Background: an optimization exercise with open tools, aiming at small area, a short achievable clock period and few clock cycles per item. Do not read the settings as production practice. At most, simulation tests tie the RTL to the original design; equivalence was not proved.

Setup of v23:
==> flow/design.v <==
module sr_bf16 (
    input  wire        clk,
    input  wire        rst,
    input  wire        cfg_load,
    input  wire [63:0] cfg_seed,
    input  wire [63:0] cfg_step,
    input  wire [63:0] cfg_idx_base,
    input  wire [63:0] cfg_idx_stride,
    input  wire        in_valid,
    output reg         in_ready,
    input  wire [31:0] in_data,
    output reg         out_valid,
    input  wire        out_ready,
    output reg  [15:0] out_data
);
    reg [63:0] seed, step, stride;
    reg [63:0] idx;           
    function [31:0] rotl;
        input [31:0] x;
        input integer n;
        begin
            rotl = (x << n) | (x >> (32 - n));
        end
    endfunction
    function [31:0] add2;
        input [31:0] x, y;
        reg [31:0] p, g, pp, gg, p2, g2;
        integer i, l;
        begin
            p = x ^ y; g = x & y; pp = p; gg = g;
            for (l = 0; l < 5; l = l + 1) begin
                g2 = gg; p2 = pp;
                for (i = 0; i < 32; i = i + 1)
                    if ((i >> l) % 2 == 1) begin
                        gg[i] = g2[i] | (p2[i] & g2[((i >> l) << l) - 1]);
                        pp[i] = p2[i] & p2[((i >> l) << l) - 1];
                    end
            end
            add2 = p ^ {gg[30:0], 1'b0};
        end
    endfunction
    function [31:0] add3;
        input [31:0] x, y, z;
        reg [31:0] s, c;
        begin
            s = x ^ y ^ z;
            c = (x & y) | (x & z) | (y & z);
            add3 = add2(s, {c[30:0], 1'b0});
        end
    endfunction
    wire [31:0] k0 [0:3];
    wire [31:0] k1 [0:3];
    assign k0[0] = seed[31:0];
    assign k1[0] = seed[63:32];
    assign k0[1] = seed[31:0]  + 32'h9e37_79b9;
    assign k1[1] = seed[63:32] + 32'hbb67_ae85;
    assign k0[2] = seed[31:0]  + 32'h3c6e_f372;
    assign k1[2] = seed[63:32] + 32'h76cf_5d0a;
    assign k0[3] = seed[31:0]  + 32'hdaa6_6d2b;
    assign k1[3] = seed[63:32] + 32'h3237_0b8f;
    function [127:0] sr_step;
        input [127:0] st;
        input [31:0]  ka, kc;
        input integer j;
        reg [31:0] a, b, c, d;
        begin
            a = st[127:96]; b = st[95:64]; c = st[63:32]; d = st[31:0];
            case (j % 4)
                0: begin a = add3(a, b, ka); d = rotl(d ^ a, 16); end
                1: begin c = add3(c, d, kc); b = rotl(b ^ c, 12); end
                2: begin a = add2(a, b);     d = rotl(d ^ a, 8);  end
                default: begin c = add2(c, d); b = rotl(b ^ c, 7); end
            endcase
            sr_step = {a, b, c, d};
        end
    endfunction
    function [15:0] sr_round;
        input [31:0] x;
        input [15:0] r;
        reg [31:0] sum;
        begin
            if (x[30:23] == 8'hFF) begin
                if (x[22:0] != 23'd0) sr_round = {x[31], 15'h7FC0};    
                else                  sr_round = x[31:16];            
            end else begin
                sum = x + {16'd0, r};
                if (sum[30:23] == 8'hFF) sr_round = {x[31], 15'h7F7F};
                else                     sr_round = sum[31:16];
            end
        end
    endfunction
    integer j;
    reg  [2:0] rq_n;          
    reg  [3:0] gen_n;
    reg          x_v;          
    always @* begin
        gen_n = rq_n + p1_v + p2_v + p3_v + p4_v + p5_v;
    end
    wire issue = gen_n - x_v < 4'd6;
    reg [127:0] h0;
    always @* begin
        h0 = {idx[31:0], idx[63:32], step[31:0], step[63:32]};
        for (j = 0; j < 3; j = j + 1)
            h0 = sr_step(h0, k0[j / 4], k1[j / 4], j);
    end
    reg [127:0] p1_st;
    reg         p1_v;
    always @(posedge clk) begin
        p1_st <= h0;
        p1_v  <= !rst && !cfg_load && issue;
    end
    reg [127:0] h1;
    always @* begin
        h1 = p1_st;
        for (j = 3; j < 6; j = j + 1)
            h1 = sr_step(h1, k0[j / 4], k1[j / 4], j);
    end
    reg [127:0] p2_st;
    reg         p2_v;
    always @(posedge clk) begin
        p2_st <= h1;
        p2_v  <= !rst && !cfg_load && p1_v;
    end
    reg [127:0] h2;
    always @* begin
        h2 = p2_st;
        for (j = 6; j < 9; j = j + 1)
            h2 = sr_step(h2, k0[j / 4], k1[j / 4], j);
    end
    reg [127:0] p3_st;
    reg         p3_v;
    always @(posedge clk) begin
        p3_st <= h2;
        p3_v  <= !rst && !cfg_load && p2_v;
    end
    reg [127:0] h3;
    always @* begin
        h3 = p3_st;
        for (j = 9; j < 12; j = j + 1)
            h3 = sr_step(h3, k0[j / 4], k1[j / 4], j);
    end
    reg [127:0] p4_st;
    reg         p4_v;
    always @(posedge clk) begin
        p4_st <= h3;
        p4_v  <= !rst && !cfg_load && p3_v;
    end
    reg [127:0] h4;
    always @* begin
        h4 = p4_st;
        for (j = 12; j < 14; j = j + 1)
            h4 = sr_step(h4, k0[j / 4], k1[j / 4], j);
    end
    reg [127:0] p5_st;
    reg         p5_v;
    always @(posedge clk) begin
        p5_st <= h4;
        p5_v  <= !rst && !cfg_load && p4_v;
    end
    reg [127:0] h5;
    always @* begin
        h5 = p5_st;
        for (j = 14; j < 16; j = j + 1)
            h5 = sr_step(h5, k0[j / 4], k1[j / 4], j);
    end
    wire [31:0] rnd  = h5[127:96] ^ h5[95:64] ^ h5[63:32] ^ h5[31:0];
    wire        push = p5_v;
    reg [15:0] rq [0:5];
    reg [2:0]  rq_wr, rq_rd;
    wire [15:0] r_head = rq[rq_rd];
    always @(posedge clk) begin
        if (push)
            rq[rq_wr] <= rnd[15:0];
        if (rst || cfg_load) begin
            rq_n  <= 3'd0;
            rq_wr <= 3'd0;
            rq_rd <= 3'd0;
        end else begin
            rq_n  <= rq_n + push - x_v;
            if (push) rq_wr <= (rq_wr == 3'd5) ? 3'd0 : rq_wr + 1'b1;
            if (x_v)  rq_rd <= (rq_rd == 3'd5) ? 3'd0 : rq_rd + 1'b1;
        end
        if (cfg_load) begin
            seed   <= cfg_seed;
            step   <= cfg_step;
            stride <= cfg_idx_stride;
            idx    <= cfg_idx_base;
        end else if (issue) begin
            idx    <= idx + stride;
        end
    end
    reg         rdy;           
    wire        accept = in_valid && rdy;
    reg  [31:0] x_q;
    always @(posedge clk) begin
        x_q <= in_data;
        x_v <= !rst && accept;
    end
    wire [15:0] res = sr_round(x_q, r_head);
    reg  [2:0]  t;
    reg  [15:0] q1, q2;
    wire        pop = t[0] && out_ready;
    wire [3:0] r_av = rq_n + push + p4_v - x_v;
    wire r_ok0 = r_av >= 4'd1;      
    wire r_ok1 = r_av >= 4'd2;      
    wire [2:0] o_n = t[0] + t[1] + t[2] + x_v;
    wire o_ok00 = o_n <= 3'd2;          
    wire o_ok01 = o_n <= 3'd1;          
    wire o_ok11 = o_n <= 3'd2;          
    wire rdy_0 = r_ok0 && o_ok00;
    wire rdy_1 = r_ok1 && o_ok01;
    wire rdy_p0 = r_ok0;                
    wire rdy_p1 = r_ok1 && o_ok11;
    wire [15:0] head_h = t[0] ? out_data : res;
    wire [15:0] head_p = t[1] ? q1 : res;
    wire [15:0] q1_h   = (t[0] && !t[1]) ? res : q1;
    wire [15:0] q1_p   = (t[1] && !t[2]) ? res : q2;
    wire [15:0] q2_h   = (t[1] && !t[2]) ? res : q2;
    always @(posedge clk) begin
        if (rst) begin
            t         <= 3'd0;
            out_valid <= 1'b0;
            in_ready  <= 1'b0;
            rdy       <= 1'b0;
        end else begin
            if (x_v && !pop)
                t <= {t[1:0], 1'b1};
            else if (pop && !x_v)
                t <= {1'b0, t[2:1]};
            out_valid <= x_v || t[1] || (out_valid && !out_ready);
            if (cfg_load) begin
                in_ready <= 1'b0;
                rdy      <= 1'b0;
            end else begin
                in_ready <= pop ? (accept ? rdy_p1 : rdy_p0) : (accept ? rdy_1 : rdy_0);
                rdy      <= accept ? (pop ? rdy_p1 : rdy_1) : (pop ? rdy_p0 : rdy_0);
            end
        end
        out_data <= pop ? head_p : head_h;
        q1       <= pop ? q1_p : q1_h;
        q2       <= pop ? res : q2_h;
    end
endmodule
export LEC_CHECK = 0
export CAP_MARGIN = 20
export CORE_MARGIN = 2
export CORE_UTILIZATION = 40
export PLACE_DENSITY = 0.6
export SLEW_MARGIN = 20
create_clock -name core_clock -period 60.0 [get_ports {clk}]
run.sh (not shown) runs the stock make flow with config.mk's settings and CLKGATE_MAP_FILE= SYNTH_SCRIPT=/design/flow/synth_recipe.tcl, a recipe that flattens the netlist after the stock synthesis.
v23: no failed stages, no open violations at the end
Input-level comparison between v29 and v23:
-- flow/design.v --
<<< v23, line 95
    reg          x_v;          
    always @* begin
        gen_n = rq_n + p1_v + p2_v + p3_v + p4_v + p5_v;
    end
    wire issue = gen_n - x_v < 4'd6;
    reg [127:0] h0;
    always @* begin
        h0 = {idx[31:0], idx[63:32], step[31:0], step[63:32]};
        for (j = 0; j < 3; j = j + 1)
            h0 = sr_step(h0, k0[j / 4], k1[j / 4], j);
    end
>>> v29, line 95
    reg          x_v;          
    always @* begin
        gen_n = rq_n + pa_v + p1_v + p2_v + p3_v + p4_v;
    end
    wire issue = gen_n - x_v < 4'd6;
    reg [31:0] pa, pb;
    reg        pa_v;
    always @(posedge clk) begin
        pa   <= add3(idx[31:0], idx[63:32], k0[0]);
        pb   <= idx[63:32];
        pa_v <= !rst && !cfg_load && issue;
    end
    reg [127:0] h0;
    always @* begin
        h0 = {pa, pb, step[31:0], rotl(step[63:32] ^ pa, 16)};
        for (j = 1; j < 4; j = j + 1)
            h0 = sr_step(h0, k0[j / 4], k1[j / 4], j);
    end
<<< v23, line 108
    always @(posedge clk) begin
        p1_st <= h0;
        p1_v  <= !rst && !cfg_load && issue;
    end
    reg [127:0] h1;
    always @* begin
        h1 = p1_st;
        for (j = 3; j < 6; j = j + 1)
            h1 = sr_step(h1, k0[j / 4], k1[j / 4], j);
    end
>>> v29, line 115
    always @(posedge clk) begin
        p1_st <= h0;
        p1_v  <= !rst && !cfg_load && pa_v;
    end
    reg [127:0] h1;
    always @* begin
        h1 = p1_st;
        for (j = 4; j < 7; j = j + 1)
            h1 = sr_step(h1, k0[j / 4], k1[j / 4], j);
    end
<<< v23, line 125
    always @* begin
        h2 = p2_st;
        for (j = 6; j < 9; j = j + 1)
            h2 = sr_step(h2, k0[j / 4], k1[j / 4], j);
    end
>>> v29, line 132
    always @* begin
        h2 = p2_st;
        for (j = 7; j < 10; j = j + 1)
            h2 = sr_step(h2, k0[j / 4], k1[j / 4], j);
    end
<<< v23, line 137
    always @* begin
        h3 = p3_st;
        for (j = 9; j < 12; j = j + 1)
            h3 = sr_step(h3, k0[j / 4], k1[j / 4], j);
    end
>>> v29, line 144
    always @* begin
        h3 = p3_st;
        for (j = 10; j < 13; j = j + 1)
            h3 = sr_step(h3, k0[j / 4], k1[j / 4], j);
    end
<<< v23, line 149
    always @* begin
        h4 = p4_st;
        for (j = 12; j < 14; j = j + 1)
            h4 = sr_step(h4, k0[j / 4], k1[j / 4], j);
    end
    reg [127:0] p5_st;
    reg         p5_v;
    always @(posedge clk) begin
        p5_st <= h4;
        p5_v  <= !rst && !cfg_load && p4_v;
    end
    reg [127:0] h5;
    always @* begin
        h5 = p5_st;
        for (j = 14; j < 16; j = j + 1)
            h5 = sr_step(h5, k0[j / 4], k1[j / 4], j);
    end
    wire [31:0] rnd  = h5[127:96] ^ h5[95:64] ^ h5[63:32] ^ h5[31:0];
    wire        push = p5_v;
    reg [15:0] rq [0:5];
    reg [2:0]  rq_wr, rq_rd;
>>> v29, line 156
    always @* begin
        h4 = p4_st;
        for (j = 13; j < 16; j = j + 1)
            h4 = sr_step(h4, k0[j / 4], k1[j / 4], j);
    end
    wire [31:0] rnd  = h4[127:96] ^ h4[95:64] ^ h4[63:32] ^ h4[31:0];
    wire        push = p4_v;
    reg [15:0] rq [0:5];
    reg [2:0]  rq_wr, rq_rd;
<<< v23, line 201
    reg  [15:0] q1, q2;
    wire        pop = t[0] && out_ready;
    wire [3:0] r_av = rq_n + push + p4_v - x_v;
    wire r_ok0 = r_av >= 4'd1;      
    wire r_ok1 = r_av >= 4'd2;      
>>> v29, line 196
    reg  [15:0] q1, q2;
    wire        pop = t[0] && out_ready;
    wire [3:0] r_av = rq_n + push + p3_v - x_v;
    wire r_ok0 = r_av >= 4'd1;      
    wire r_ok1 = r_av >= 4'd2;      
==> comparison <==
Per the final summary, v29 finished and its layout is clean on timing, DRC and antenna.
Between v29 and v23, it is v29 whose aggregate global-route resource usage is higher, by 1.4 points.
Diff v23 -> v29 | fill cell instance count of the final layout | increase of 55
Area after synthesis | v29 below v23
Summary — number of sequential cells, v29 relative to v23: lower, by 64.
Lower per-cell routed wire length goes to v23 over v29.
Per the comparison of v29 with v23, wire length of the first global-routing pass picked up an extra 3.1%, length of routed met2 wiring higher.
Testbench counts of v29, summed over its fixed seeds: cycles 24,056, items 24,000.
Function not checked in v23: the RTL went through the layout flow alone.

port drivers added, routing unchanged:
The flow's constraints put no driver on any port. The routed layouts listed below were extracted and timed again, unchanged, in two steps.
Step 1 assumes that a clkbuf_16 drives the clock port and a buf_2 every other input.
Step 2 times the ports against the registers' clock, not the clock port: input delays grow and output delays shrink by t, the midpoint of the rising clock arrivals with the driver on.
Slacks: ideal / step 1 / step 2; pairs: ideal / step 1.
run	t, ns	setup slack, ns	latest minus earliest clock arrival (ns)
v23	0.853	46.347 / 46.260 / 45.680	0.041 / 0.041
v29	0.834	46.247 / 46.162 / 45.581	0.078 / 0.079
After both steps every run listed still meets setup and hold. The setup slack of v23, which loses most, moves by -0.087 ns with the drivers and by -0.667 ns with both steps.
